Context: an optimization exercise on an open-source flow, tuned for small area. The choices shown serve that exercise and are no tape-out recipe. RTL that was checked went through simulation tests only; none was proved equivalent to the original. For runs 2 to 5, only the layout was checked, not whether the RTL still works. No activity file was given, so power comes from the tool's default toggle rates.

`flow/config.mk`:
```
export PLATFORM = sky130hd
export DESIGN_NAME = sdm_bank
export DESIGN_NICKNAME = sdm_bank
export VERILOG_FILES = /design/flow/design.v
export SDC_FILE = /design/flow/constraint.sdc
export NUM_CORES = 4
export LEC_CHECK = 0
export CAP_MARGIN = 20
export CORE_MARGIN = 2
export CORE_UTILIZATION = 40
export PLACE_DENSITY = 0.6
export SLEW_MARGIN = 20
```
`flow/constraint.sdc`:
```
create_clock -name core_clock -period 12.0 [get_ports {clk}]
set_input_delay 2.4000 -clock core_clock [delete_from_list [all_inputs] [get_ports {clk}]]
set_output_delay 2.4000 -clock core_clock [all_outputs]
set_load 0.01 [all_outputs]
```
`flow/design.v`:
```
module sdm_scale #(
    parameter SW  = 24,              
    parameter P   = 5,               
    parameter RW  = 8,               
    parameter ST  = 4,               
    parameter C   = 9,               
    parameter OVL = 0                
) (
    input  wire          clk,
    input  wire          rst,
    input  wire [3:0]    pend,        
    output wire [1:0]    sel,         
    input  wire [SW-1:0] s_in,        
    output wire [3:0]    load,        
    output reg  [1:0]    ch1,         
    output reg  [1:0]    ch2,
    output reg  [1:0]    ch3,
    input  wire [RW:0]   dv1,         
    input  wire [RW:0]   dv2,
    input  wire [RW:0]   dv3,
    output reg           done,        
    output reg  [1:0]    dch,
    output wire [15:0]   code
);
    localparam E  = ST * C - (SW - P + 17);
    localparam XW = E + 18;
    localparam SR = SW - P;
    reg          a1, a2, a3;         
    reg          f2, f3;             
    reg          l2, l3;             
    reg [3:0]    cnt;
    reg [SR-1:0] sreg;
    reg [RW-1:0] r1, r2, r3;
    reg [ST-1:0] qq1, qq2;
    reg [XW-1:0] x;
    wire l1   = cnt == C - 1;
    wire free = OVL ? (!a1 || l1) : (!a1 && !a2 && (!a3 || l3));
    wire any  = |pend;
    assign sel  = pend[0] ? 2'd0 : pend[1] ? 2'd1 : pend[2] ? 2'd2 : 2'd3;
    wire   take = free && any;
    assign load = take ? (4'b0001 << sel) : 4'b0000;
    reg [RW-1:0] n1, n2, n3;
    reg [ST-1:0] q1, q2, q3;
    reg [RW:0]   t;
    integer i;
    wire [ST-1:0] in1 = sreg[SR-1 -: ST];
    always @* begin
        n1 = r1;
        for (i = ST - 1; i >= 0; i = i - 1) begin
            t = {n1, in1[i]};
            q1[i] = t >= dv1;
            if (q1[i]) t = t - dv1;
            n1 = t[RW-1:0];
        end
        n2 = f2 ? {RW{1'b0}} : r2;
        for (i = ST - 1; i >= 0; i = i - 1) begin
            t = {n2, qq1[i]};
            q2[i] = t >= dv2;
            if (q2[i]) t = t - dv2;
            n2 = t[RW-1:0];
        end
        n3 = f3 ? {RW{1'b0}} : r3;
        for (i = ST - 1; i >= 0; i = i - 1) begin
            t = {n3, qq2[i]};
            q3[i] = t >= dv3;
            if (q3[i]) t = t - dv3;
            n3 = t[RW-1:0];
        end
    end
    always @(posedge clk) begin
        if (rst) begin
            a1   <= 1'b0;
            a2   <= 1'b0;
            a3   <= 1'b0;
            done <= 1'b0;
        end else begin
            if (a1) begin
                sreg <= sreg << ST;
                r1   <= n1;
                qq1  <= q1;
                cnt  <= cnt + 4'd1;
                if (l1) a1 <= 1'b0;
            end
            if (take) begin
                a1   <= 1'b1;
                cnt  <= 4'd0;
                ch1  <= sel;
                r1   <= s_in[SW-1 -: P];
                sreg <= s_in[SR-1:0];
            end
            a2 <= a1;
            f2 <= a1 && cnt == 4'd0;
            l2 <= a1 && l1;
            if (a1 && cnt == 4'd0) ch2 <= ch1;
            if (a2) begin
                r2  <= n2;
                qq2 <= q2;
            end
            a3 <= a2;
            f3 <= f2;
            l3 <= l2;
            if (f2) ch3 <= ch2;
            if (a3) begin
                r3 <= n3;
                x  <= {x[XW-ST-1:0], q3};
            end
            done <= a3 && l3;
            if (a3 && l3) dch <= ch3;
        end
    end
    wire [17:0] xs = x[XW-1:E];
    wire [18:0] xr = {1'b0, xs} + 19'd1;
    wire [16:0] q  = xr[17:1];
    assign code = q[16] ? 16'h7FFF : {~q[15], q[14:0]};
endmodule
module sdm_channel (
    input  wire        clk,
    input  wire        rst,
    input  wire        stb,           
    input  wire        dat,           
    input  wire        we,            
    input  wire [1:0]  addr,
    input  wire [31:0] wdata,
    input  wire        head,          
    input  wire        dload,         
    input  wire        cload,         
    output reg         op_smp,
    output reg         op_dat,
    output reg         op_dend,
    output reg         op_cend,
    output reg         op_clr,
    output reg         op_late,       
    output reg  [7:0]  d_n1,          
    output reg         d_ovr,
    output reg         d_susp,
    output reg         d_lvl,
    output reg         d_pend,
    output reg  [4:0]  c_m1,          
    output reg  [1:0]  c_k,           
    output reg  [15:0] c_lo,
    output reg  [15:0] c_hi,
    output reg         c_pend,
    output wire        ovr,
    output wire        active
);
    reg        en;
    reg        cmp_en;
    reg [1:0]  ord_k;
    reg [4:0]  osr_m1;
    reg [7:0]  dec_m1;
    reg [5:0]  sat_n;
    reg [15:0] lim_lo;
    reg [15:0] lim_hi;
    reg        ovr_sticky;
    wire wr_ctrl  = we && addr == 2'd0;
    wire wr_ovr   = we && addr == 2'd1;
    wire wr_lim   = we && addr == 2'd2;
    wire enabling = wr_ctrl && !en && wdata[0];
    wire [8:0] w_dec = wdata[24:16];
    wire [5:0] w_osr = wdata[13:8];
    wire [1:0] w_ord = wdata[4:3];
    wire [5:0] w_sat = wdata[13:8];
    wire [8:0] w_dec_m1 = w_dec - 9'd1;
    wire [5:0] w_osr_m1 = w_osr - 6'd1;
    wire smp = stb && en;
    reg       last;
    reg [5:0] run;
    reg       last_sat;
    wire [5:0] run_nx = (run != 6'd0 && dat == last) ? ((run == 6'd63) ? 6'd63 : run + 6'd1) : 6'd1;
    wire       sat_nx = run_nx >= sat_n;
    reg [7:0] dphase;
    reg [1:0] dcount;
    reg       sat_cur, sat_lvl, sat_h1, sat_h2;
    reg [4:0] cphase;
    wire dend       = dphase == dec_m1;
    wire cend       = cmp_en && cphase == osr_m1;
    wire sat_cur_nx = sat_cur | sat_nx;
    wire sat_lvl_nx = sat_nx ? dat : sat_lvl;
    always @(posedge clk) begin
        if (rst) begin
            en         <= 1'b0;
            sat_n      <= 6'd24;
            lim_lo     <= 16'h8000;
            lim_hi     <= 16'h7FFF;
            ovr_sticky <= 1'b0;
            op_smp     <= 1'b0;
            op_clr     <= 1'b0;
            d_pend     <= 1'b0;
            c_pend     <= 1'b0;
        end else begin
            if (wr_ctrl) begin
                en <= wdata[0];
                if (!en) begin
                    cmp_en <= wdata[2];
                    ord_k  <= (w_ord == 2'd0) ? 2'd1 : w_ord;
                    osr_m1 <= (w_osr < 6'd4) ? 5'd3 : (w_osr > 6'd32) ? 5'd31 : w_osr_m1[4:0];
                    dec_m1 <= (w_dec < 9'd32) ? 8'd31 : (w_dec > 9'd256) ? 8'd255 : w_dec_m1[7:0];
                end
            end
            if (wr_ovr)
                sat_n <= (w_sat < 6'd8) ? 6'd8 : w_sat;
            if (wr_lim) begin
                lim_lo <= wdata[15:0];
                lim_hi <= wdata[31:16];
            end
            if (smp && sat_nx)
                ovr_sticky <= 1'b1;
            else if (wr_ovr && wdata[0])
                ovr_sticky <= 1'b0;
            if (head) begin
                op_smp <= 1'b0;
                op_clr <= 1'b0;
            end
            if (smp) begin
                op_smp  <= 1'b1;
                op_dat  <= dat;
                op_dend <= dend;
                op_cend <= cend;
            end
            if (enabling) begin
                op_clr  <= 1'b1;
                op_late <= op_smp && !head;
            end
            if (head && op_smp && op_dend)
                d_pend <= 1'b1;
            else if (dload)
                d_pend <= 1'b0;
            if (head && op_smp && op_cend)
                c_pend <= 1'b1;
            else if (cload)
                c_pend <= 1'b0;
        end
        if (smp) begin
            last     <= dat;
            run      <= run_nx;
            last_sat <= sat_nx;
            sat_lvl  <= sat_lvl_nx;
            if (dend) begin
                dphase  <= 8'd0;
                if (dcount != 2'd2) dcount <= dcount + 2'd1;
                d_n1    <= dec_m1;
                d_ovr   <= sat_cur_nx;
                d_susp  <= (dcount != 2'd2) | sat_cur_nx | sat_h1 | sat_h2;
                d_lvl   <= sat_lvl_nx;
                sat_h2  <= sat_h1;
                sat_h1  <= sat_cur_nx;
                sat_cur <= 1'b0;
            end else begin
                dphase  <= dphase + 8'd1;
                sat_cur <= sat_cur_nx;
            end
            if (cmp_en) begin
                if (cend) begin
                    cphase <= 5'd0;
                    c_m1   <= osr_m1;
                    c_k    <= ord_k;
                    c_lo   <= lim_lo;
                    c_hi   <= lim_hi;
                end else begin
                    cphase <= cphase + 5'd1;
                end
            end
        end
        if (enabling) begin
            run      <= 6'd0;
            last_sat <= 1'b0;
            dphase   <= 8'd0;
            dcount   <= 2'd0;
            sat_cur  <= 1'b0;
            sat_lvl  <= 1'b0;
            sat_h1   <= 1'b0;
            sat_h2   <= 1'b0;
            cphase   <= 5'd0;
        end
    end
    assign ovr    = ovr_sticky;
    assign active = en & last_sat;
endmodule
module sdm_bank #(
    parameter NCH = 4
) (
    input  wire              clk,
    input  wire              rst,
    input  wire              sdm_stb,
    input  wire [NCH-1:0]    sdm_dat,
    input  wire              cfg_we,
    input  wire [1:0]        cfg_ch,
    input  wire [1:0]        cfg_addr,
    input  wire [31:0]       cfg_wdata,
    output wire [NCH-1:0]    dat_valid,
    output wire [32*NCH-1:0] dat_word,
    output wire [NCH-1:0]    cmp_valid,
    output wire [16*NCH-1:0] cmp_value,
    output wire [NCH-1:0]    cmp_above,
    output wire [NCH-1:0]    cmp_below,
    output wire [NCH-1:0]    ovr,
    output wire [NCH-1:0]    active
);
    reg  [1:0]  ph;                  
    wire [3:0]  op_smp, op_dat, op_dend, op_cend, op_clr, op_late;
    wire [3:0]  d_ovr, d_susp, d_lvl, d_pend, c_pend;
    wire [31:0] d_n1;
    wire [19:0] c_m1;
    wire [7:0]  c_k;
    wire [63:0] c_lo, c_hi;
    wire [3:0]  dload, cload;
    genvar n;
    generate
        for (n = 0; n < 4; n = n + 1) begin : g_ch
            sdm_channel u_ch (
                .clk     (clk),
                .rst     (rst),
                .stb     (sdm_stb),
                .dat     (sdm_dat[n]),
                .we      (cfg_we && cfg_ch == n),
                .addr    (cfg_addr),
                .wdata   (cfg_wdata),
                .head    (ph == n),
                .dload   (dload[n]),
                .cload   (cload[n]),
                .op_smp  (op_smp[n]),
                .op_dat  (op_dat[n]),
                .op_dend (op_dend[n]),
                .op_cend (op_cend[n]),
                .op_clr  (op_clr[n]),
                .op_late (op_late[n]),
                .d_n1    (d_n1[8*n +: 8]),
                .d_ovr   (d_ovr[n]),
                .d_susp  (d_susp[n]),
                .d_lvl   (d_lvl[n]),
                .d_pend  (d_pend[n]),
                .c_m1    (c_m1[5*n +: 5]),
                .c_k     (c_k[2*n +: 2]),
                .c_lo    (c_lo[16*n +: 16]),
                .c_hi    (c_hi[16*n +: 16]),
                .c_pend  (c_pend[n]),
                .ovr     (ovr[n]),
                .active  (active[n])
            );
        end
    endgenerate
    reg [95:0] ri1, ri2, ri3;        
    reg [95:0] rd1, rd2, rd3;        
    reg [59:0] rk1, rk2, rk3;        
    reg [95:0] rsd;                  
    reg [63:0] rsc;                  
    wire h_smp  = op_smp[ph];
    wire h_dat  = op_dat[ph];
    wire h_dend = h_smp & op_dend[ph];
    wire h_cend = h_smp & op_cend[ph];
    wire h_clr  = op_clr[ph];
    wire h_late = op_late[ph];
    wire [1:0] h_k = c_k[2*ph +: 2];
    wire clr0 = h_clr & ~h_late;     
    wire clr1 = h_clr & h_late;      
    wire [23:0] b1  = clr0 ? 24'd0 : ri1[23:0];
    wire [23:0] b2  = clr0 ? 24'd0 : ri2[23:0];
    wire [23:0] b3  = clr0 ? 24'd0 : ri3[23:0];
    wire [23:0] bd1 = clr0 ? 24'd0 : rd1[23:0];
    wire [23:0] bd2 = clr0 ? 24'd0 : rd2[23:0];
    wire [23:0] bd3 = clr0 ? 24'd0 : rd3[23:0];
    wire [14:0] bk1 = clr0 ? 15'd0 : rk1[14:0];
    wire [14:0] bk2 = clr0 ? 15'd0 : rk2[14:0];
    wire [14:0] bk3 = clr0 ? 15'd0 : rk3[14:0];
    wire [23:0] i1n = b1 + {23'd0, h_dat};
    wire [23:0] i2n = b2 + i1n;
    wire [23:0] i3n = b3 + i2n;
    wire [23:0] dd1 = i3n - bd1;
    wire [23:0] dd2 = dd1 - bd2;
    wire [23:0] dd3 = dd2 - bd3;
    wire [14:0] csel = (h_k == 2'd1) ? i1n[14:0] : (h_k == 2'd2) ? i2n[14:0] : i3n[14:0];
    wire [14:0] cd1  = csel - bk1;
    wire [14:0] cd2  = cd1 - bk2;
    wire [14:0] cd3  = cd2 - bk3;
    wire [14:0] csum = (h_k == 2'd1) ? cd1 : (h_k == 2'd2) ? cd2 : cd3;
    wire        cful = (csum == 15'd0) & h_dat;
    wire [23:0] o1  = clr1 ? 24'd0 : h_smp  ? i1n : b1;
    wire [23:0] o2  = clr1 ? 24'd0 : h_smp  ? i2n : b2;
    wire [23:0] o3  = clr1 ? 24'd0 : h_smp  ? i3n : b3;
    wire [23:0] od1 = clr1 ? 24'd0 : h_dend ? i3n : bd1;
    wire [23:0] od2 = clr1 ? 24'd0 : h_dend ? dd1 : bd2;
    wire [23:0] od3 = clr1 ? 24'd0 : h_dend ? dd2 : bd3;
    wire [14:0] ok1 = clr1 ? 15'd0 : h_cend ? csel : bk1;
    wire [14:0] ok2 = clr1 ? 15'd0 : h_cend ? cd1 : bk2;
    wire [14:0] ok3 = clr1 ? 15'd0 : h_cend ? cd2 : bk3;
    wire [23:0] osd = h_dend ? dd3 : rsd[23:0];
    wire [15:0] osc = h_cend ? {cful, csum} : rsc[15:0];
    always @(posedge clk) begin
        if (rst) ph <= 2'd0;
        else     ph <= ph + 2'd1;
        ri1 <= {o1,  ri1[95:24]};
        ri2 <= {o2,  ri2[95:24]};
        ri3 <= {o3,  ri3[95:24]};
        rd1 <= {od1, rd1[95:24]};
        rd2 <= {od2, rd2[95:24]};
        rd3 <= {od3, rd3[95:24]};
        rk1 <= {ok1, rk1[59:15]};
        rk2 <= {ok2, rk2[59:15]};
        rk3 <= {ok3, rk3[59:15]};
        rsd <= {osd, rsd[95:24]};
        rsc <= {osc, rsc[63:16]};
    end
    wire [1:0]  dsel, dch1, dch2, dch3, dch;
    wire        ddone;
    wire [15:0] dcode;
    wire [1:0]  dpos = dsel - ph;
    wire [8:0]  dn   = {1'b0, d_n1[8*dch1 +: 8]} + 9'd1;
    sdm_scale #(.SW(24), .P(5), .RW(8), .ST(4), .C(9), .OVL(0)) u_dscale (
        .clk(clk), .rst(rst),
        .pend(d_pend), .sel(dsel), .s_in(rsd[24*dpos +: 24]), .load(dload),
        .ch1(dch1), .ch2(dch2), .ch3(dch3),
        .dv1(dn), .dv2(dn), .dv3(dn),
        .done(ddone), .dch(dch), .code(dcode)
    );
    wire        o_ovr  = d_ovr[dch];
    wire        o_susp = d_susp[dch];
    wire        o_lvl  = d_lvl[dch];
    wire [15:0] dfinal = o_ovr ? (o_lvl ? 16'h7FFF : 16'h8000) : dcode;
    wire [1:0]  csl, cch1, cch2, cch3, cch;
    wire        cdone;
    wire [15:0] ccode;
    wire [1:0]  cpos = csl - ph;
    wire [5:0]  cm1  = {1'b0, c_m1[5*cch1 +: 5]} + 6'd1;
    wire [5:0]  cm2  = {1'b0, c_m1[5*cch2 +: 5]} + 6'd1;
    wire [5:0]  cm3  = {1'b0, c_m1[5*cch3 +: 5]} + 6'd1;
    wire [1:0]  ck2  = c_k[2*cch2 +: 2];
    wire [1:0]  ck3  = c_k[2*cch3 +: 2];
    sdm_scale #(.SW(16), .P(2), .RW(5), .ST(5), .C(7), .OVL(1)) u_cscale (
        .clk(clk), .rst(rst),
        .pend(c_pend), .sel(csl), .s_in(rsc[16*cpos +: 16]), .load(cload),
        .ch1(cch1), .ch2(cch2), .ch3(cch3),
        .dv1(cm1),
        .dv2(ck2 == 2'd1 ? 6'd1 : cm2),
        .dv3(ck3 == 2'd3 ? cm3 : 6'd1),
        .done(cdone), .dch(cch), .code(ccode)
    );
    wire [15:0] o_lo = c_lo[16*cch +: 16];
    wire [15:0] o_hi = c_hi[16*cch +: 16];
    wire        o_above = $signed(ccode) > $signed(o_hi);
    wire        o_below = $signed(ccode) < $signed(o_lo);
    generate
        for (n = 0; n < 4; n = n + 1) begin : g_out
            assign dat_valid[n]          = ddone && dch == n;
            assign dat_word[32*n +: 32]  = {8'b0000_0000, 1'b1, o_susp, o_ovr, n[4:0], dfinal};
            assign cmp_valid[n]          = cdone && cch == n;
            assign cmp_value[16*n +: 16] = ccode;
            assign cmp_above[n]          = o_above;
            assign cmp_below[n]          = o_below;
        end
    endgenerate
endmodule
```
`flow/run.sh`:
```
#!/bin/bash
# synth_recipe.tcl (not shown) runs the flow's synth.tcl, then flattens the netlist and writes it again
# the make line also repeats each setting of config.mk as NAME=value (left out here)
make -C /OpenROAD-flow-scripts/flow DESIGN_CONFIG=/design/flow/config.mk WORK_HOME=/design/flow/orfs CLKGATE_MAP_FILE= SYNTH_SCRIPT=/design/flow/synth_recipe.tcl finish
```
==> impl_results.md, run 1 <==
* Outcome: no timing/DRC/antenna violations
* CTS tree: yes
* Finish-stage setup viols at 0
* Pwr per Cell Area at ~280 nW/um2
* Area delta synth->final at 13.7%
* Seq/Total Area, Yosys at 52.1%
* Setup TNS at 0 ns
* Global-route usage over all layers at about 18%
* Initial DRC Count at 3210
* Yosys warnings at 4
* Mapped Area at between 70000 and 80000 um2
* Worst-margin pin slew at 1.08 ns
* Die width at around 430 um
* CTS Buf Count at between 150 and 200
* WP data arrival at between 10 and 15 ns
* Commonest non-fill, non-tap cells in the layout: dfxtp_1 (1206), nand2_1 (964), a21oi_1 (539), nor2_1 (498), ha_1 (448)
* CTS Hold Bufs at 0
* Initial antenna violation count at 6
* Final slew viol count at 0
* Clock skew at 0.0516 ns
* Area contributors post-synth: dfxtp_1 (33%), edfxtp_1 (19%), ha_1 (7.8%)
* Layout cells sized above 1 at under 10%
* DRC violations left at 0
* Post-synthesis register bit count at roughly 1.7k
* Post-synth top area share at 33.5%
* Clk slew on worst S/H paths at about 0.06 ns
* Hold Crit Class: reg -> reg
* Routed vias at 48.3k
* Worst setup margin at 0.931 ns
* Final worst-path cycle share at 92.2%
* Area leader, netlist: dfxtp_1
* Filler Cells Inserted at 16.6k
* Mean area per synthesized cell at approximately 10 um2
* Die height at roughly 430 um
* CTS Buffer Depth at 3
* Vias per cell at approximately 5
* Gp weighted congestion at about 0.87
* First-pass GRT wire length at approximately 270000 um
* Final ANT Viol Nets at 0
* RSZ-0062 raised after global routing: false
* Clock sink total at between 1.5k and 2k
* Worst EP required at 12.50 ns
* Grt total ovfl at 0
* Final HPWL DP at approximately 120000 um
* Final core utilization at ~46%
* Root buf cell: clkbuf_16
* Drt first pass iters at 7
* Synth Flop Type: dfxtp_1
* Place WS at roughly 0.47 ns
* Max IR drop VDD at ~0.47 mV
* Share of flip-flops with an asynchronous set or reset at 0%
* Most common cell after layout, fill and taps aside: dfxtp_1
* Largest net degree at the start of global routing at between 80 and 90
* Static Leakage at around 33 nW
* I/O Buffers at 203
* Number of synthesized flops with an enable pin at 446
* CP max stage cell: edfxtp_1
* Post-layout min period at approximately 11 ns
* Crit path max-delay family: compound AO/OA/AOI/OAI gates
* Multi-input logic area at 31500 um2
* Setup CP Type: reg -> reg
* Hold Slack at between 0.3 and 0.4 ns
* NumNets Final at between 7k and 8k
* Distinct cells, synth at 97
* Core Area at around 180000 um2
* I/O pin cnt at 260
* Most common cell on crit path: a21oi_1
* Crit path capture type: flop
* CP bufs+invs at 4
* CP max FO at 10
* Vias in the first global route at around 47k
* Later-pin clock latency in the skew report at roughly 0.80 ns
* Element type at the critical path start: flop
* Max-slew headroom at approximately 28%
* Max Fclk at around 90 MHz
* Initial Util at between 40% and 50%
* Routed len/inst at about 18 um
* Register area at roughly 38000 um2
* H-Tree Level Count at 4
* DIE AREA at ~180000 um2
* Worst stage delay on the critical path at 0.66 ns
* # rows at approximately 160
* Total Wirelength at approximately 170000 um
* Cells after synthesis at approximately 7k
* Fin. Hold Viols at 0
* Max cap viols at 0
## Yosys cell counts, types with 6 or more instances
library cell	number
a41oi_1	6
xor2_1	203
edfxtp_1	446
a211o_1	13
mux2i_1	72
and2_1	93
nor2b_1	97
o211ai_1	18
nand2b_1	70
xnor2_1	229
nand4_1	62
a21oi_1	544
dfxtp_1	1206
nand2_1	964
o22ai_1	19
a21boi_0	23
ha_1	450
nor4_1	20
and3_1	55
mux4_2	100
o21a_1	19
and4_1	7
nor3_1	63
a211oi_1	30
buf_4	176
or3_1	25
o21ai_0	237
a31oi_1	35
nand3_1	228
nand3b_1	10
buf_1	31
o21bai_1	24
inv_1	315
a21o_1	125
a31o_2	7
clkbuf_1	202
nor3b_1	10
mux2_2	61
fa_1	35
nor2_1	505
o31ai_1	21
or2_2	19
## layout make-up
cell class | count | area share, %
inverter | 316 | 1.45
timing repair buffer | 298 | 3.35
tap | 2355 | 3.59
clock inverter | 88 | 1.51
antenna | 3 | 0.00916
sequential | 1652 | 45.8
clock buffer | 230 | 5.83
multi-input combinational | 4650 | 38.5
## worst reg2reg max path, delay by kind of cell (launching register included)
family | cells | cell delay [ns]
AND/OR/NAND/NOR | 6 | 0.91
buffers and inverters | 4 | 0.51
XOR/XNOR | 1 | 0.16
multiplexers | 3 | 1.36
AO/OA/AOI/OAI | 20 | 5.07
flip-flops | 1 | 0.66
adder cells (fa/ha/maj) | 6 | 2.14
## per-layer routing
layer	vias to the layer above	track usage, %	wire [um]
met5	-	0	0
met4	0	4.83	3800
met3	237	2.86	6920
met2	935	30.5	80100
met1	23000	23.8	77700
li1	24100	-	-
## final timing paths
kind | startpoint | slack, ns | to | cells after the start
min | rd3[36] | 0.32 | rd3[12] | 0
min reg2reg | rd3[36] | 0.32 | rd3[12] | 0
max | u_cscale.ch2[0] | 0.93 | u_cscale.r2[1] | 40
max reg2reg | u_cscale.ch2[0] | 0.93 | u_cscale.r2[1] | 40
## per-stage QoR
step	power [W]	std cells	area, um2
6_report	0.0230	9592	82000
5_1_grt	0.0249	9592	82000
4_1_cts	0.0233	9580	81800
3_5_place_dp	0.0176	9262	75800
3_3_place_gp	0.0174	9262	75800
2_1_floorplan	0.0153	7035	72300
## cells by family (layout without fill, tap and decap cells)
family | Yosys count | after routing | synth area share (%)
fa+ha+maj | 488 | 488 | 8.82
buf+inv | 733 | 932 | 4.79
simple gates | 2256 | 2256 | 14.1
other cells | 2 | 59 | 0.0104
xor+xnor | 436 | 436 | 5.37
compound gates | 1177 | 1177 | 9.64
mux | 237 | 237 | 5.17
flops | 1652 | 1652 | 52.1
## registers in the layout, summed over array words and instances, names as in the netlist, 24 cells and up
signal,flops
g_ch.u_ch.c_hi,64
g_ch.u_ch.c_lo,64
g_ch.u_ch.d_n1,32
g_ch.u_ch.dec_m1,32
g_ch.u_ch.dphase,32
g_ch.u_ch.lim_hi,64
g_ch.u_ch.lim_lo,64
g_ch.u_ch.run,24
g_ch.u_ch.sat_n,24
rd1,96
rd2,96
rd3,96
ri1,96
ri2,96
ri3,96
rk1,60
rk2,60
rk3,60
rsc,64
rsd,96
## where the power goes
| group | total [W] | internal, W | switching, W |
|---|---|---|---|
| Sequential | 0.00687 | 0.00659 | 0.000282 |
| Clock | 0.00553 | 0.00323 | 0.00230 |
| Combinational | 0.0106 | 0.00458 | 0.00605 |
| Total | 0.0230 | 0.0144 | 0.00863 |
## what timing repair did
item | CTS | global route
resized for setup | 0 | 20
buffers inserted | 0 | 8
hold endpoints to repair | 0 | 0
setup endpoints to repair | 0 | 40
==> run 2: changes to the inputs <==
--- a/flow/design.v
+++ b/flow/design.v
@@ -44,2 +44,3 @@
     reg [RW:0]   t;
+    reg [RW+1:0] u;
     integer i;
@@ -50,4 +51,5 @@
             t = {n1, in1[i]};
-            q1[i] = t >= dv1;
-            if (q1[i]) t = t - dv1;
+            u = {1'b0, t} + {1'b0, ~dv1};      
+            q1[i] = u[RW+1];
+            if (q1[i]) t = u[RW:0];
             n1 = t[RW-1:0];
@@ -57,4 +59,5 @@
             t = {n2, qq1[i]};
-            q2[i] = t >= dv2;
-            if (q2[i]) t = t - dv2;
+            u = {1'b0, t} + {1'b0, ~dv2};      
+            q2[i] = u[RW+1];
+            if (q2[i]) t = u[RW:0];
             n2 = t[RW-1:0];
@@ -64,4 +67,5 @@
             t = {n3, qq2[i]};
-            q3[i] = t >= dv3;
-            if (q3[i]) t = t - dv3;
+            u = {1'b0, t} + {1'b0, ~dv3};      
+            q3[i] = u[RW+1];
+            if (q3[i]) t = u[RW:0];
             n3 = t[RW-1:0];
@@ -353,34 +357,25 @@
     wire [1:0] h_k = c_k[2*ph +: 2];
-    wire clr0 = h_clr & ~h_late;     
-    wire clr1 = h_clr & h_late;      
-    wire [23:0] b1  = clr0 ? 24'd0 : ri1[23:0];
-    wire [23:0] b2  = clr0 ? 24'd0 : ri2[23:0];
-    wire [23:0] b3  = clr0 ? 24'd0 : ri3[23:0];
-    wire [23:0] bd1 = clr0 ? 24'd0 : rd1[23:0];
-    wire [23:0] bd2 = clr0 ? 24'd0 : rd2[23:0];
-    wire [23:0] bd3 = clr0 ? 24'd0 : rd3[23:0];
-    wire [14:0] bk1 = clr0 ? 15'd0 : rk1[14:0];
-    wire [14:0] bk2 = clr0 ? 15'd0 : rk2[14:0];
-    wire [14:0] bk3 = clr0 ? 15'd0 : rk3[14:0];
-    wire [23:0] i1n = b1 + {23'd0, h_dat};
-    wire [23:0] i2n = b2 + i1n;
-    wire [23:0] i3n = b3 + i2n;
-    wire [23:0] dd1 = i3n - bd1;
-    wire [23:0] dd2 = dd1 - bd2;
-    wire [23:0] dd3 = dd2 - bd3;
+    wire h_x   = h_smp & h_dat;
+    wire clr0x = h_clr & ~h_late & h_x;
+    wire [23:0] i1n = ri1[23:0] + {23'd0, h_x};
+    wire [23:0] i2n = ri2[23:0] + (h_smp ? i1n : 24'd0);
+    wire [23:0] i3n = ri3[23:0] + (h_smp ? i2n : 24'd0);
+    wire [23:0] dd1 = i3n - rd1[23:0];
+    wire [23:0] dd2 = dd1 - rd2[23:0];
+    wire [23:0] dd3 = dd2 - rd3[23:0];
     wire [14:0] csel = (h_k == 2'd1) ? i1n[14:0] : (h_k == 2'd2) ? i2n[14:0] : i3n[14:0];
-    wire [14:0] cd1  = csel - bk1;
-    wire [14:0] cd2  = cd1 - bk2;
-    wire [14:0] cd3  = cd2 - bk3;
+    wire [14:0] cd1  = csel - rk1[14:0];
+    wire [14:0] cd2  = cd1 - rk2[14:0];
+    wire [14:0] cd3  = cd2 - rk3[14:0];
     wire [14:0] csum = (h_k == 2'd1) ? cd1 : (h_k == 2'd2) ? cd2 : cd3;
     wire        cful = (csum == 15'd0) & h_dat;
-    wire [23:0] o1  = clr1 ? 24'd0 : h_smp  ? i1n : b1;
-    wire [23:0] o2  = clr1 ? 24'd0 : h_smp  ? i2n : b2;
-    wire [23:0] o3  = clr1 ? 24'd0 : h_smp  ? i3n : b3;
-    wire [23:0] od1 = clr1 ? 24'd0 : h_dend ? i3n : bd1;
-    wire [23:0] od2 = clr1 ? 24'd0 : h_dend ? dd1 : bd2;
-    wire [23:0] od3 = clr1 ? 24'd0 : h_dend ? dd2 : bd3;
-    wire [14:0] ok1 = clr1 ? 15'd0 : h_cend ? csel : bk1;
-    wire [14:0] ok2 = clr1 ? 15'd0 : h_cend ? cd1 : bk2;
-    wire [14:0] ok3 = clr1 ? 15'd0 : h_cend ? cd2 : bk3;
+    wire [23:0] o1  = h_clr ? {23'd0, clr0x} : i1n;
+    wire [23:0] o2  = h_clr ? {23'd0, clr0x} : i2n;
+    wire [23:0] o3  = h_clr ? {23'd0, clr0x} : i3n;
+    wire [23:0] od1 = h_clr ? 24'd0 : h_dend ? i3n : rd1[23:0];
+    wire [23:0] od2 = h_clr ? 24'd0 : h_dend ? dd1 : rd2[23:0];
+    wire [23:0] od3 = h_clr ? 24'd0 : h_dend ? dd2 : rd3[23:0];
+    wire [14:0] ok1 = h_clr ? 15'd0 : h_cend ? csel : rk1[14:0];
+    wire [14:0] ok2 = h_clr ? 15'd0 : h_cend ? cd1 : rk2[14:0];
+    wire [14:0] ok3 = h_clr ? 15'd0 : h_cend ? cd2 : rk3[14:0];
     wire [23:0] osd = h_dend ? dd3 : rsd[23:0];
@@ -406,3 +401,3 @@
     wire [1:0]  dpos = dsel - ph;
-    wire [8:0]  dn   = {1'b0, d_n1[8*dch1 +: 8]} + 9'd1;
+    wire [8:0]  dn   = {1'b0, d_n1[8*dch1 +: 8]};
     sdm_scale #(.SW(24), .P(5), .RW(8), .ST(4), .C(9), .OVL(0)) u_dscale (
@@ -422,5 +417,5 @@
     wire [1:0]  cpos = csl - ph;
-    wire [5:0]  cm1  = {1'b0, c_m1[5*cch1 +: 5]} + 6'd1;
-    wire [5:0]  cm2  = {1'b0, c_m1[5*cch2 +: 5]} + 6'd1;
-    wire [5:0]  cm3  = {1'b0, c_m1[5*cch3 +: 5]} + 6'd1;
+    wire [5:0]  cm1  = {1'b0, c_m1[5*cch1 +: 5]};
+    wire [5:0]  cm2  = {1'b0, c_m1[5*cch2 +: 5]};
+    wire [5:0]  cm3  = {1'b0, c_m1[5*cch3 +: 5]};
     wire [1:0]  ck2  = c_k[2*cch2 +: 2];
@@ -432,4 +427,4 @@
         .dv1(cm1),
-        .dv2(ck2 == 2'd1 ? 6'd1 : cm2),
-        .dv3(ck3 == 2'd3 ? cm3 : 6'd1),
+        .dv2(ck2 == 2'd1 ? 6'd0 : cm2),
+        .dv3(ck3 == 2'd3 ? cm3 : 6'd0),
         .done(cdone), .dch(cch), .code(ccode)
--- a/flow/config.mk
+++ b/flow/config.mk
@@ -7,6 +7,9 @@
 export LEC_CHECK = 0
+export ABC_AREA = 1
 export CAP_MARGIN = 20
 export CORE_MARGIN = 2
-export CORE_UTILIZATION = 40
-export PLACE_DENSITY = 0.6
+export CORE_UTILIZATION = 55
+export CTS_BUF_LIST = sky130_fd_sc_hd__clkbuf_8
+export CTS_CLUSTER_SIZE = 30
+export PLACE_DENSITY = 0.7
 export SLEW_MARGIN = 20
==> impl_results.md, run 2 <==
* Clk slew on worst S/H paths at 0.06 ns (about the same)
* Clock skew at 0.0820 ns (+0.0304 ns)
* Final worst-path cycle share at 86.6% (-5.7 points)
* Count leader, synth: nand2_1
* H-Tree Level Count at 5 (+1)
* Worst stage delay on the critical path at 0.78 ns (+0.12 ns)
* Max IR drop VDD at 0.301 mV (-36%)
* Design Area, Final at 79700 um2 (-2.8%)
* WP data arrival at 11.29 ns (-0.28 ns)
* CP max stage cell: dfxtp_1
* Most common cell on crit path: nand2_1
* Max cap viols at 0 (unchanged)
* Final ANT Viol Nets at 0 (unchanged)
* Vias in the first global route at 50.7k (+7.6%)
* Static Leakage at 35.3 nW (+5.5%)
* Final core utilization at 62.2% (+16 points)
* CTS tree: yes
* Most common cell after layout, fill and taps aside: nand2_1
* Hold wc startpoint: rk2[27]
* Grt total ovfl at 0 (unchanged)
* Largest net degree at the start of global routing at 102 (+21%)
* Fin. Hold Viols at 0 (unchanged)
* Number of synthesized flops with an enable pin at 446 (unchanged)
* Distinct cells, synth at 77 (-21%)
* Initial DRC Count at 3596 (+12%)
* Commonest non-fill, non-tap cells in the layout: nand2_1 (1270), dfxtp_1 (1206), inv_1 (946), nor2_1 (688), a21oi_1 (613)
* Setup Buffers After CTS at 0 (unchanged)
* Later-pin clock latency in the skew report at 0.98 ns (+0.18 ns)
* Initial antenna violation count at 7 (+1)
* Layout Cells excl Fill at 9887 (+3.1%)
* Hold Path Sink: rk2[12]
* Post-synthesis register bit count at 1652 (unchanged)
* Total Wirelength at 170000 um (+0.69%)
* Pwr per Cell Area at 256 nW/um2 (-8.7%)
* Global-route usage over all layers at 25.4% (+7.4 points)
* Mapped Area at 71100 um2 (-1.3%)
* Seq/Total Area, Yosys at 52.8% (+0.70 points)
* Setup TNS at 0 ns (unchanged)
* Gp weighted congestion at 0.883 (+2.1%)
* Routed len/inst at 17.2 um (-2.3%)
* Final slew viol count at 0 (unchanged)
* Final HPWL DP at 120000 um (+4.1%)
* Die width at 364 um (-15%)
* Area leader, netlist: dfxtp_1
* DIE AREA at 132000 um2 (-28%)
* Placed Instances at 9412 (+1.6%)
* NumNets Final at 8465 (+11%)
* I/O pin cnt at 260 (unchanged)
* Worst-margin pin slew at 1.22 ns (+0.135 ns)
* # rows at 131 (-15%)
* Root buf cell: clkbuf_8
* Mean area per synthesized cell at 9.19 um2 (-11%)
* Post-layout min period at 10.39 ns (-0.679 ns)
* Post-synth top cells: nand2_1 (1271), dfxtp_1 (1206), inv_1 (868)
* Vias per cell at 5.30 (+5.3%)
* Element type at the critical path start: flop
* CTS Buffer Depth at 4 (+1)
* CTS resizes at 0 (unchanged)
* WHS Path Cells at 0 (unchanged)
* Area delta synth->final at 12.0%
* Crit path max-delay family: simple AND/OR/NAND/NOR gates
* CTS Hold Bufs at 0 (unchanged)
* Hold Slack at 0.252 ns (-0.0671 ns)
* Routed vias at 52.4k (+8.5%)
* R2R setup slack at 1.61 ns (+0.68 ns)
* Area contributors post-synth: dfxtp_1 (34%), edfxtp_1 (19%), ha_1 (7.4%)
* Synth Flop Type: dfxtp_1
* Outcome: no timing/DRC/antenna violations
* Core Area at 128000 um2 (-28%)
* Die height at 364 um (-15%)
* Clock sink total at 1652 (unchanged)
* Yosys warnings at 4 (unchanged)
* Finish-stage setup viols at 0 (unchanged)
* Worst EP required at 12.90 ns (+0.40 ns)
* Area after DPL at 74000 um2 (-2.4%)
* I/O Buffers at 203 (unchanged)
* RSZ-0062 raised after global routing: false
* Cells after synthesis at 7741 (+11%)
* CTS Buf Count at 278 (+65%)
* First-pass GRT wire length at 268000 um (+0.97%)
* DRC violations left at 0 (unchanged)
* CP max FO at 47 (+37)
* Max-slew headroom at 18.2% (-9.7 points)
* Worst reg2reg startpoint: ph[0]
* CP bufs+invs at 6 (+2)
* FF-to-FF path depth at 54 (+35%)
* RR Endpoint: rsd[95]
* Crit path capture type: flop
* Hold Crit Class: reg -> reg
* Max Fclk at 96.2 MHz (+6.5%)
* Drt first pass iters at 6 (-1)
* Layout cells sized above 1 at 7.84% (-0.90 points)
* Share of flip-flops with an asynchronous set or reset at 0% (unchanged)
* Post-synth top area share at 33.9% (+0.45 points)
* Initial Util at 55.6% (+15 points)
* Setup CP Type: reg -> reg
[run 2: cell types whose count changed in the layout (fill, tap and decap cells not counted), sizes merged, moves of 100 or more]
cell / delta
nor2: +209
mux4: -100
nand2: +338
clkbuf: +101
a21o: -102
nand3: +122
o21ai: +256
inv: +641
[run 2: worst reg2reg max path, delay by kind of cell (launching register included)]
kind / cells / cell delay (ns)
AO/OA/AOI/OAI: 5 / 0.78
buffers and inverters: 6 / 0.68
XOR/XNOR: 5 / 1.06
AND/OR/NAND/NOR: 32 / 5.26
flip-flops: 1 / 0.78
adder cells (fa/ha/maj): 6 / 1.81
[run 2: layout make-up]
cell class	count	area (um2)
Inverter	887	3340
Sequential cell	1652	37500
Clock inverter	139	1040
Clock buffer	331	4560
Multi-Input combinational cell	4878	28500
Antenna cell	4	10.0
Fill cell	10700	48400
Tap cell	1729	2160
Timing Repair Buffer	267	2530
[run 2: how the worst max path moves through the flow]
stage	cells past startpoint	endpoint	start	slack [ns]
after floorplan	59	u_dscale.r3[0]	u_dscale.ch1[0]	2.99
after global routing	60	rsd[95]	ph[0]	0.56
after global placement	49	rsd[94]	ph[0]	1.93
after CTS	54	rsd[95]	ph[0]	1.63
final	54	rsd[95]	ph[0]	1.61
after detailed placement	54	rsd[95]	ph[0]	1.69
[run 2: kinds of logic after synthesis]
family | synth area share [%]
AND/OR/NAND/NOR | 15.5
flip-flops | 52.8
AO/OA/AOI/OAI | 11.8
buffers and inverters | 7.72
adder cells (fa/ha/maj) | 8.41
XOR/XNOR | 3.79
multiplexers | 0.0633
other | 0.0106
[run 2: power breakdown]
group / leakage (nW) / total (W) / internal, W / switching (W)
combinational: 18.1 / 0.00821 / 0.00292 / 0.00530
sequential: 14.0 / 0.00714 / 0.00677 / 0.000368
clock: 3.19 / 0.00507 / 0.00286 / 0.00221
total: 35.3 / 0.0204 / 0.0126 / 0.00787
[run 2: metrics by stage]
stage / total power (W) / setup WS, ns
floorplan: 0.0132 / 2.99
global placement: 0.0153 / 1.93
detailed placement: 0.0154 / 1.69
CTS: 0.0205 / 1.63
global route: 0.0219 / 0.558
finish: 0.0204 / 1.61
[run 2: routing by layer]
layer / global-route usage (%) / routed length, um / up-vias
met3: 3.36 / 8570 / 362
met4: 9.53 / 5310 / 2
li1: - / - / 26000
met1: 33.2 / 75200 / 24700
met2: 42.9 / 80700 / 1410
met5: 0 / 7 / -
==> run 3: changes to the inputs <==
--- a/flow/config.mk
+++ b/flow/config.mk
@@ -11,4 +11,3 @@
 export CORE_UTILIZATION = 55
-export CTS_BUF_LIST = sky130_fd_sc_hd__clkbuf_8
-export CTS_CLUSTER_SIZE = 30
+export CTS_BUF_LIST = sky130_fd_sc_hd__clkbuf_4
 export PLACE_DENSITY = 0.7
==> impl_results.md, run 3 <==
* CTS Buffer Depth at 4 (unchanged)
* Mean area per synthesized cell at 9.19 um2 (unchanged)
* Cells after synthesis at 7741 (unchanged)
* Final worst-path cycle share at 86.3% (-0.26 points)
* Vias in the first global route at 52.1k (+2.7%)
* CP max stage cell: dfxtp_1
* DIE AREA at 132000 um2 (unchanged)
* Core Area at 128000 um2 (unchanged)
* Most common cell on crit path: nand2_1
* Crit path max-delay family: simple AND/OR/NAND/NOR gates
* Routed len/inst at 16.7 um (-2.5%)
* Commonest non-fill, non-tap cells in the layout: nand2_1 (1270), dfxtp_1 (1206), inv_1 (866), nor2_1 (688), a21oi_1 (613)
* Area contributors post-synth: dfxtp_1 (34%), edfxtp_1 (19%), ha_1 (7.4%)
* Final core utilization at 61.9% (-0.28 points)
* Total Wirelength at 170000 um (about the same)
* Routed vias at 53.3k (+1.8%)
* Worst-margin pin slew at 1.15 ns (-0.0672 ns)
* CTS Hold Bufs at 0 (unchanged)
* Met1 Track Usage GR at 32.8% (-0.37 points)
* NumNets Final at 8602 (+1.6%)
* Comb power frac at 41.0% (+0.8 points)
* Initial antenna violation count at 8 (+1)
* Die width at 364 um (unchanged)
* Vias per cell at 5.25 (-0.87%)
* Most common cell after layout, fill and taps aside: nand2_1
* Pwr per Cell Area at 252 nW/um2 (-1.7%)
* Number of synthesized flops with an enable pin at 446 (unchanged)
* P_int at 0.0121 W (-3.2%)
* Later-pin clock latency in the skew report at 1.31 ns (+0.33 ns)
* Worst EP required at 13.18 ns (+0.28 ns)
* Final Total Pwr at 0.0200 W (-2.1%)
* Final ANT Viol Nets at 0 (unchanged)
* Worst stage delay on the critical path at 0.79 ns (about the same)
* I/O pin cnt at 260 (unchanged)
* Clock power share at 23.3% (-1.5 points)
* Seq/Total Area, Yosys at 52.8% (unchanged)
* CP bufs+invs at 6 (unchanged)
* Gp weighted congestion at 0.883 (unchanged)
* Post-synth top area share at 33.9% (unchanged)
* Post-layout min period at 10.36 ns (-0.0308 ns)
* Max-slew headroom at 22.7% (+4.5 points)
* WP data arrival at 11.54 ns (+0.25 ns)
* Design Area, Final at 79300 um2 (-0.46%)
* Max IR drop VDD at 0.308 mV (+2.6%)
* Drt first pass iters at 6 (unchanged)
* Max Fclk at 96.5 MHz (+0.30%)
* Final HPWL DP at 120000 um (unchanged)
* Synth Flop Type: dfxtp_1
* Largest net degree at the start of global routing at 102 (unchanged)
* Area after DPL at 74000 um2 (unchanged)
* Area delta synth->final at 11.4%
* Met3 Use GR at 3.83% (+0.48 points)
* CTS Buf Count at 415 (+49%)
* CTS tree: yes
* Layout cells sized above 1 at 10.5% (+2.7 points)
* Clock skew at 0.122 ns (+0.0396 ns)
* Met2 usage at 43.1% (+0.24 points)
* Setup Buffers After CTS at 0 (unchanged)
* RSZ-0062 raised after global routing: false
* Grt total ovfl at 0 (unchanged)
* I/O Buffers at 203 (unchanged)
* Clock sink total at 1652 (unchanged)
* Element type at the critical path start: flop
* Count leader, synth: nand2_1
* Post-synthesis register bit count at 1652 (unchanged)
* H-Tree Level Count at 5 (unchanged)
* Hold Crit Class: reg -> reg
* Final slew viol count at 0 (unchanged)
* Initial Util at 55.6% (unchanged)
* Switching part of the total power at 39.2% (+0.70 points)
* Max cap viols at 0 (unchanged)
* Static Leakage at 35.2 nW (-0.21%)
* Clk slew on worst S/H paths at 0.08 ns (+0.02 ns)
* Sequential power share at 35.7% (+0.7 points)
* CTS resizes at 0 (unchanged)
* P_sw at 0.00784 W (-0.33%)
* Die height at 364 um (unchanged)
* Yosys warnings at 4 (unchanged)
* Mapped Area at 71100 um2 (unchanged)
* Setup CP Type: reg -> reg
* # rows at 131 (unchanged)
* Root buf cell: clkbuf_4
* Setup TNS at 0 ns (unchanged)
* Post-synth top cells: nand2_1 (1271), dfxtp_1 (1206), inv_1 (868)
* Share of flip-flops with an asynchronous set or reset at 0% (unchanged)
* Area leader, netlist: dfxtp_1
* Outcome: no timing/DRC/antenna violations
* DRC violations left at 0 (unchanged)
* Initial DRC Count at 3711 (+3.2%)
* Fin. Hold Viols at 0 (unchanged)
* Crit path capture type: flop
* First-pass GRT wire length at 270000 um (+0.76%)
* Distinct cells, synth at 77 (unchanged)
* CP max FO at 47 (unchanged)
* Global-route usage over all layers at 25.5% (+0.17 points)
* Finish-stage setup viols at 0 (unchanged)
* Most Crowded Layer GR: met2
==> run 3: layout make-up <==
class,count,area (um2)
Multi-Input combinational cell,4878,28500
Tap cell,1729,2160
Inverter,887,3340
Antenna cell,13,32.5
Timing Repair Buffer,267,2530
Sequential cell,1652,37500
Fill cell,10900,48700
Clock inverter,119,657
Clock buffer,607,4560
==> run 3: power groups by stage <==
stage / combinational, W / sequential, W / clock (W)
final: 0.00820 / 0.00713 / 0.00465
after global routing: 0.00926 / 0.00723 / 0.00507
after CTS: 0.00818 / 0.00713 / 0.00477
after detailed placement: 0.00813 / 0.00724 / 0
after global placement: 0.00807 / 0.00720 / 0
after floorplan: 0.00608 / 0.00711 / 0
==> run 3: worst paths after layout <==
kind,startpoint,endpoint,slack (ns),cells after the start
worst max register to register,ph[0],rsd[95],1.64,54
worst max-delay path,ph[0],rsd[95],1.64,54
worst min register to register,rk2[59],rk2[44],0.25,0
worst min-delay path,rk2[59],rk2[44],0.25,0
==> run 3: logic make-up (layout without fill, tap and decap cells) <==
| group | count (synthesis) | count (layout) | synth area share, % |
|---|---|---|---|
| and+or+nand+nor | 2594 | 2594 | 15.5 |
| muxes | 4 | 4 | 0.0633 |
| other | 2 | 69 | 0.0106 |
| buffers and inverters | 1265 | 1880 | 7.72 |
| DFF | 1652 | 1652 | 52.8 |
| adders and majority gates | 457 | 457 | 8.41 |
| xor gates and xnor gates | 308 | 308 | 3.79 |
| AOI/OAI and AO/OA | 1459 | 1459 | 11.8 |
==> run 3: stage by stage <==
stage	cells	setup slack [ns]	hold slack (ns)
3_5_place_dp	9412	1.69	0.312
6_report	10200	1.64	0.250
2_1_floorplan	7795	2.99	0.310
3_3_place_gp	9412	1.93	0.310
4_1_cts	10100	1.66	0.250
5_1_grt	10100	0.580	0.223
==> run 3: metal layers <==
metal	wire, um	vias up
met5	7	-
met4	5000	2
met3	9370	318
met2	81000	1529
met1	74500	25000
li1	-	26500
==> run 3: worst register-to-register path, delay by kind of cell, from the launching register on <==
| family | cells | cell delay, ns |
|---|---|---|
| adders and majority gates | 6 | 1.92 |
| AOI/OAI and AO/OA | 5 | 0.78 |
| buffers and inverters | 6 | 0.68 |
| and+or+nand+nor | 32 | 5.23 |
| xor gates and xnor gates | 5 | 0.92 |
| DFF | 1 | 0.79 |
==> run 4: changes to the inputs <==
--- a/flow/config.mk
+++ b/flow/config.mk
@@ -10,5 +10,4 @@
 export CORE_MARGIN = 2
-export CORE_UTILIZATION = 55
-export CTS_BUF_LIST = sky130_fd_sc_hd__clkbuf_4
-export PLACE_DENSITY = 0.7
+export CORE_UTILIZATION = 40
+export PLACE_DENSITY = 0.6
 export SLEW_MARGIN = 20
==> impl_results.md, run 4 <==
* CP max FO at 24 (-49%)
* Setup CP Type: reg -> reg
* Max Fclk at 92.5 MHz (-4.2%)
* # rows at 154 (+18%)
* Hold Crit Class: reg -> reg
* Initial Util at 40.3% (-15 points)
* Yosys warnings at 4 (unchanged)
* Initial DRC Count at 3636 (-2.0%)
* Count leader, synth: nand2_1
* Pwr per Cell Area at 258 nW/um2 (+2.3%)
* CTS Buffer Depth at 3 (-1)
* CTS Hold Bufs at 0 (unchanged)
* Static Leakage at 35.0 nW (-0.50%)
* NumNets Final at 8362 (-2.8%)
* Die height at 426 um (+17%)
* Synth Flop Type: dfxtp_1
* Share of flip-flops with an asynchronous set or reset at 0% (unchanged)
* Routed len/inst at 16.9 um (+1.2%)
* Layout cells sized above 1 at 6.75% (-3.8 points)
* Mapped Area at 71100 um2 (unchanged)
* Setup Buffers After CTS at 0 (unchanged)
* Grt total ovfl at 0 (unchanged)
* I/O Buffers at 203 (unchanged)
* Area contributors post-synth: dfxtp_1 (34%), edfxtp_1 (19%), ha_1 (7.4%)
* Area leader, netlist: dfxtp_1
* Outcome: no timing/DRC/antenna violations
* Filler Cells Inserted at 16.8k (+55%)
* Layout Cells excl Fill at 10.3k (+1.9%)
* Worst-margin pin slew at 1.09 ns (-0.0615 ns)
* Initial antenna violation count at 5 (-3)
* Mean area per synthesized cell at 9.19 um2 (unchanged)
* CTS resizes at 0 (unchanged)
* Final slew viol count at 0 (unchanged)
* WP data arrival at 11.56 ns (+0.02 ns)
* Final HPWL DP at 125000 um (+3.5%)
* Later-pin clock latency in the skew report at 0.83 ns (-0.48 ns)
* Root buf cell: clkbuf_16
* Clock sink total at 1652 (unchanged)
* Setup TNS at 0 ns (unchanged)
* First-pass GRT wire length at 276000 um (+2.4%)
* DRC violations left at 0 (unchanged)
* Final Total Pwr at 0.0208 W (+4.3%)
* CTS tree: yes
* Max-slew headroom at 27.4% (+4.7 points)
* Final worst-path cycle share at 90.1% (+3.8 points)
* Vias per cell at 4.95 (-5.7%)
* Post-synthesis register bit count at 1652 (unchanged)
* H-Tree Level Count at 4 (-1)
* CP max stage cell: a32oi_1
* Area delta synth->final at 13.6%
* I/O pin cnt at 260 (unchanged)
* Largest net degree at the start of global routing at 94 (-7.8%)
* Worst EP required at 12.75 ns (-0.43 ns)
* Fin. Hold Viols at 0 (unchanged)
* Gp weighted congestion at 0.878 (-0.57%)
* Clock skew at 0.0570 ns (-0.0647 ns)
* Global-route usage over all layers at 19.2% (-6.4 points)
* Placed Instances at 10.0k (+6.6%)
* Crit path capture type: flop
* Post-synth top cells: nand2_1 (1271), dfxtp_1 (1206), inv_1 (868)
* Vias in the first global route at 49.8k (-4.5%)
* Drt first pass iters at 6 (unchanged)
* Final ANT Viol Nets at 0 (unchanged)
* CTS Buf Count at 169 (-59%)
* Cells after synthesis at 7741 (unchanged)
* Clk slew on worst S/H paths at 0.06 ns (-0.02 ns)
* Worst stage delay on the critical path at 0.53 ns (-0.26 ns)
* Commonest non-fill, non-tap cells in the layout: nand2_1 (1270), dfxtp_1 (1205), inv_1 (865), nor2_1 (688), a21oi_1 (613)
* Post-synth top area share at 33.9% (unchanged)
* Die width at 426 um (+17%)
* Total Wirelength at 175000 um (+3.1%)
* Post-layout min period at 10.81 ns (+0.451 ns)
* RSZ-0062 raised after global routing: false
* Number of synthesized flops with an enable pin at 446 (unchanged)
* Distinct cells, synth at 77 (unchanged)
* Most common cell after layout, fill and taps aside: nand2_1
* DIE AREA at 181000 um2 (+37%)
* Seq/Total Area, Yosys at 52.8% (unchanged)
* Max cap viols at 0 (unchanged)
* Element type at the critical path start: flop
* Core Area at 176000 um2 (+38%)
* Routed vias at 51.3k (-3.9%)
* Finish-stage setup viols at 0 (unchanged)
* Max IR drop VDD at 0.324 mV (+5.0%)
## run 4: worst max-delay path, delay by kind of cell, from the launching register on
family | cells | cell delay, ns
AO/OA/AOI/OAI | 4 | 1.26
AND/OR/NAND/NOR | 31 | 4.95
XOR/XNOR | 6 | 1.31
adder cells (fa/ha/maj) | 6 | 1.92
buffers and inverters | 6 | 0.90
flip-flops | 1 | 0.44
## run 4: logic make-up after synthesis
group	count (synthesis)	share of synthesized area (%)
and+or+nand+nor	2594	15.5
AOI/OAI and AO/OA	1459	11.8
muxes	4	0.0633
xor gates and xnor gates	308	3.79
buffers and inverters	1265	7.72
adders and majority gates	457	8.41
DFF	1652	52.8
other	2	0.0106
## run 4: layout make-up
class	count	area (um2)	share of cell area [%]
repair buffers	273	2570	3.19
inverters	887	3340	4.13
clock inverters	78	1100	1.37
flip-flops and latches	1652	37500	46.4
diodes	5	12.5	0.0155
multi-input cells	4878	28500	35.2
clock buffers	236	4890	6.05
well taps	2340	2930	3.62
## run 4: worst paths after layout
check             slack (ns)      end     from  cells past startpoint
setup / recovery        1.19  rsd[95]    ph[0]                     53
hold / removal          0.31  rd2[54]  rd2[78]                      0
setup reg to reg        1.19  rsd[95]    ph[0]                     53
hold reg to reg         0.31  rd2[54]  rd2[78]                      0
## run 4: metrics by stage
stage | instance area, um2 | hold WS (ns) | setup WS, ns | utilization (%)
floorplan | 71300 | 0.310 | 2.99 | -
global placement | 74800 | 0.310 | 1.35 | 42.4
detailed placement | 74800 | 0.312 | 1.12 | 42.4
CTS | 80800 | 0.306 | 1.03 | 45.8
global route | 80800 | 0.309 | 0.0745 | 45.8
finish | 80800 | 0.308 | 1.19 | 45.8
## run 4: layer usage
layer	track usage [%]	vias up	wire length, um
li1	-	25800	-
met1	25.5	24100	79900
met2	31.9	1140	81500
met3	2.48	271	7970
met4	7.08	2	5760
met5	0	-	9
## run 4: power breakdown
part,total (W),switching [W],internal (W)
logic,0.00821,0.00530,0.00291
clock network,0.00551,0.00226,0.00326
registers,0.00713,0.000357,0.00677
==> run 5: changes to the inputs <==
--- a/flow/config.mk
+++ b/flow/config.mk
@@ -10,4 +10,6 @@
 export CORE_MARGIN = 2
-export CORE_UTILIZATION = 40
-export PLACE_DENSITY = 0.6
+export CORE_UTILIZATION = 55
+export CTS_BUF_LIST = sky130_fd_sc_hd__clkbuf_2 sky130_fd_sc_hd__clkbuf_4 sky130_fd_sc_hd__clkbuf_8
+export CTS_CLUSTER_SIZE = 10
+export PLACE_DENSITY = 0.7
 export SLEW_MARGIN = 20
==> impl_results.md, run 5 <==
* Outcome: no timing/DRC/antenna violations
* DIE AREA at 132000 um2 (-27%)
* Mapped Area at 71100 um2 (unchanged)
* Worst EP required at 12.90 ns (+0.15 ns)
* Clk slew on worst S/H paths at 0.06 ns (about the same)
* Total Wirelength at 170000 um (-3.1%)
* Routed len/inst at 17.2 um (+1.4%)
* Initial DRC Count at 3623 (-0.36%)
* Global-route usage over all layers at 25.4% (+6.2 points)
* Finish-stage setup viols at 0 (unchanged)
* Fin. Hold Viols at 0 (unchanged)
* Largest net degree at the start of global routing at 102 (+8.5%)
* Pwr per Cell Area at 259 nW/um2 (+0.25%)
* CTS Buf Count at 278 (+64%)
* Commonest non-fill, non-tap cells in the layout: nand2_1 (1270), dfxtp_1 (1206), inv_1 (866), nor2_1 (688), a21oi_1 (613)
* Area leader, netlist: dfxtp_1
* Cells after synthesis at 7741 (unchanged)
* Root buf cell: clkbuf_8
* Distinct cells, synth at 77 (unchanged)
* Most common cell after layout, fill and taps aside: nand2_1
* First-pass GRT wire length at 268000 um (-3.0%)
* Die width at 364 um (-15%)
* Worst-margin pin slew at 1.11 ns (+0.0200 ns)
* Final ANT Viol Nets at 0 (unchanged)
* I/O pin cnt at 260 (unchanged)
* Final HPWL DP at 120000 um (-3.4%)
* Final worst-path cycle share at 86.5% (-3.5 points)
* Initial antenna violation count at 8 (+3)
* RSZ-0062 raised after global routing: false
* Gp weighted congestion at 0.883 (+0.57%)
* Area contributors post-synth: dfxtp_1 (34%), edfxtp_1 (19%), ha_1 (7.4%)
* H-Tree Level Count at 5 (+1)
* CP max stage cell: dfxtp_1
* Multi-input logic area at 28500 um2 (about the same)
* Initial Util at 55.6% (+15 points)
* Layout cells sized above 1 at 8.82% (+2.1 points)
* Static Leakage at 35.2 nW (+0.55%)
* NumNets Final at 8465 (+1.2%)
* I/O Buffers at 203 (unchanged)
* Yosys warnings at 4 (unchanged)
* Clock sink total at 1652 (unchanged)
* Crit path capture type: flop
* CP max FO at 47 (+96%)
* Seq/Total Area, Yosys at 52.8% (unchanged)
* Setup Buffers After CTS at 0 (unchanged)
* Clock skew at 0.0818 ns (+0.0249 ns)
* CTS Buffer Depth at 4 (+1)
* FF-to-FF path depth at 54 (+1.9%)
* Post-synthesis register bit count at 1652 (unchanged)
* WHS Path Cells at 0 (unchanged)
* Max-slew headroom at 25.6% (-1.8 points)
* Drt first pass iters at 6 (unchanged)
* Filler Cells Inserted at 10.6k (-37%)
* Vias per cell at 5.30 (+7.0%)
* Element type at the critical path start: flop
* Vias in the first global route at 50.7k (+2.0%)
* Die height at 364 um (-15%)
* Synth Flop Type: dfxtp_1
* Count leader, synth: nand2_1
* Register area at 37500 um2 (about the same)
* Area delta synth->final at 12.4%
* WP data arrival at 11.29 ns (-0.27 ns)
* CTS tree: yes
* CTS Hold Bufs at 0 (unchanged)
* Number of synthesized flops with an enable pin at 446 (unchanged)
* CTS resizes at 0 (unchanged)
* Setup TNS at 0 ns (unchanged)
* Later-pin clock latency in the skew report at 0.98 ns (+0.15 ns)
* Post-synth top area share at 33.9% (unchanged)
* Worst stage delay on the critical path at 0.79 ns (+0.26 ns)
* Routed vias at 52.4k (+2.3%)
* Hold Slack at 0.253 ns (-0.0547 ns)
* DRC violations left at 0 (unchanged)
* Max cap viols at 0 (unchanged)
* Grt total ovfl at 0 (unchanged)
* Post-synth top cells: nand2_1 (1271), dfxtp_1 (1206), inv_1 (868)
* Mean area per synthesized cell at 9.19 um2 (unchanged)
* Post-layout min period at 10.39 ns (-0.426 ns)
* # rows at 131 (-15%)
* Most common cell on crit path: nand2_1
* Hold Crit Class: reg -> reg
* Max IR drop VDD at 0.299 mV (-7.5%)
* Max Fclk at 96.3 MHz (+4.1%)
* Core Area at 128000 um2 (-27%)
* Share of flip-flops with an asynchronous set or reset at 0% (unchanged)
* Setup CP Type: reg -> reg
* Final slew viol count at 0 (unchanged)
## run 5: kinds of logic (layout without fill, tap and decap cells)
group | count (synthesis) | in the layout | synth area share, %
buffers and inverters | 1265 | 1624 | 7.72
AND/OR/NAND/NOR | 2594 | 2594 | 15.5
other | 2 | 63 | 0.0106
flip-flops | 1652 | 1652 | 52.8
AO/OA/AOI/OAI | 1459 | 1459 | 11.8
XOR/XNOR | 308 | 308 | 3.79
multiplexers | 4 | 4 | 0.0633
adder cells (fa/ha/maj) | 457 | 457 | 8.41
## run 5: power by group
part / switching, W / internal (W) / total [W]
logic: 0.00530 / 0.00292 / 0.00822
clock network: 0.00220 / 0.00311 / 0.00532
registers: 0.000369 / 0.00677 / 0.00714
## run 5: cell type report
class | count | area share, %
multi-input combinational | 4878 | 35.6
antenna | 7 | 0.0219
clock inverter | 59 | 0.929
tap | 1729 | 2.71
sequential | 1652 | 46.9
timing repair buffer | 267 | 3.16
clock buffer | 411 | 6.45
inverter | 887 | 4.17
## run 5: worst paths after layout
check / startpoint / endpoint / slack (ns)
setup / recovery: ph[0] / rsd[95] / 1.61
hold / removal: rk2[27] / rk2[12] / 0.25
setup reg to reg: ph[0] / rsd[95] / 1.61
hold reg to reg: rk2[27] / rk2[12] / 0.25
## run 5: per-stage QoR
stage	total power, W	worst slack [ns]	area [um2]	utilization (%)	std cells
6_report	0.0207	1.61	80000	62.5	9890
3_3_place_gp	0.0153	1.93	74000	57.8	9412
2_1_floorplan	0.0132	2.99	71300	-	7795
4_1_cts	0.0207	1.63	79900	62.4	9882
3_5_place_dp	0.0154	1.69	74000	57.8	9412
5_1_grt	0.0221	0.558	79900	62.5	9884
## run 5: worst max-delay path, delay by kind of cell, from the launching register on
kind	cells	cell delay, ns
compound gates	5	0.77
flops	1	0.79
buf+inv	6	0.68
simple gates	32	5.26
xor+xnor	5	1.04
fa+ha+maj	6	1.81
## run 5: per-layer routing
layer,wire (um),GRT usage (%)
met1,74600,33.2
met2,80500,42.8
met3,9220,3.43
met4,5380,9.67
met5,14,0

-- port drivers added, routing unchanged --
The results above use ideal ports. As a check the final layouts listed here were re-extracted and re-timed, cells and wires unchanged.
Step 1: set_driving_cell puts a clkbuf_16 on clk and a buf_2 on each other input, an assumption about the parent block.
Step 2 also shifts input and output timing later by t, the mid clock arrival at the registers, as if the neighbouring blocks saw the same clock.
a / b / c = ideal ports / drivers / drivers and shift; a / b = the first two.
run | t (ns) | setup WS [ns] | hold WS [ns] | worst data-port slew with drivers (ns)
run 1 | 0.855 | 0.931 / 0.931 / 0.931 | 0.319 / 0.319 / 0.319 | 0.15
run 2 | 1.010 | 1.609 / 1.609 / 1.609 | 0.252 / 0.252 / 0.252 | 0.17
run 3 | 1.310 | 1.640 / 1.640 / 1.640 | 0.250 / 0.250 / 0.250 | 0.17
run 4 | 0.896 | 1.189 / 1.189 / 1.189 | 0.308 / 0.308 / 0.308 | 0.12
run 5 | 1.014 | 1.615 / 1.615 / 1.615 | 0.253 / 0.253 / 0.253 | 0.15
After both steps setup and hold are still met in every run listed.
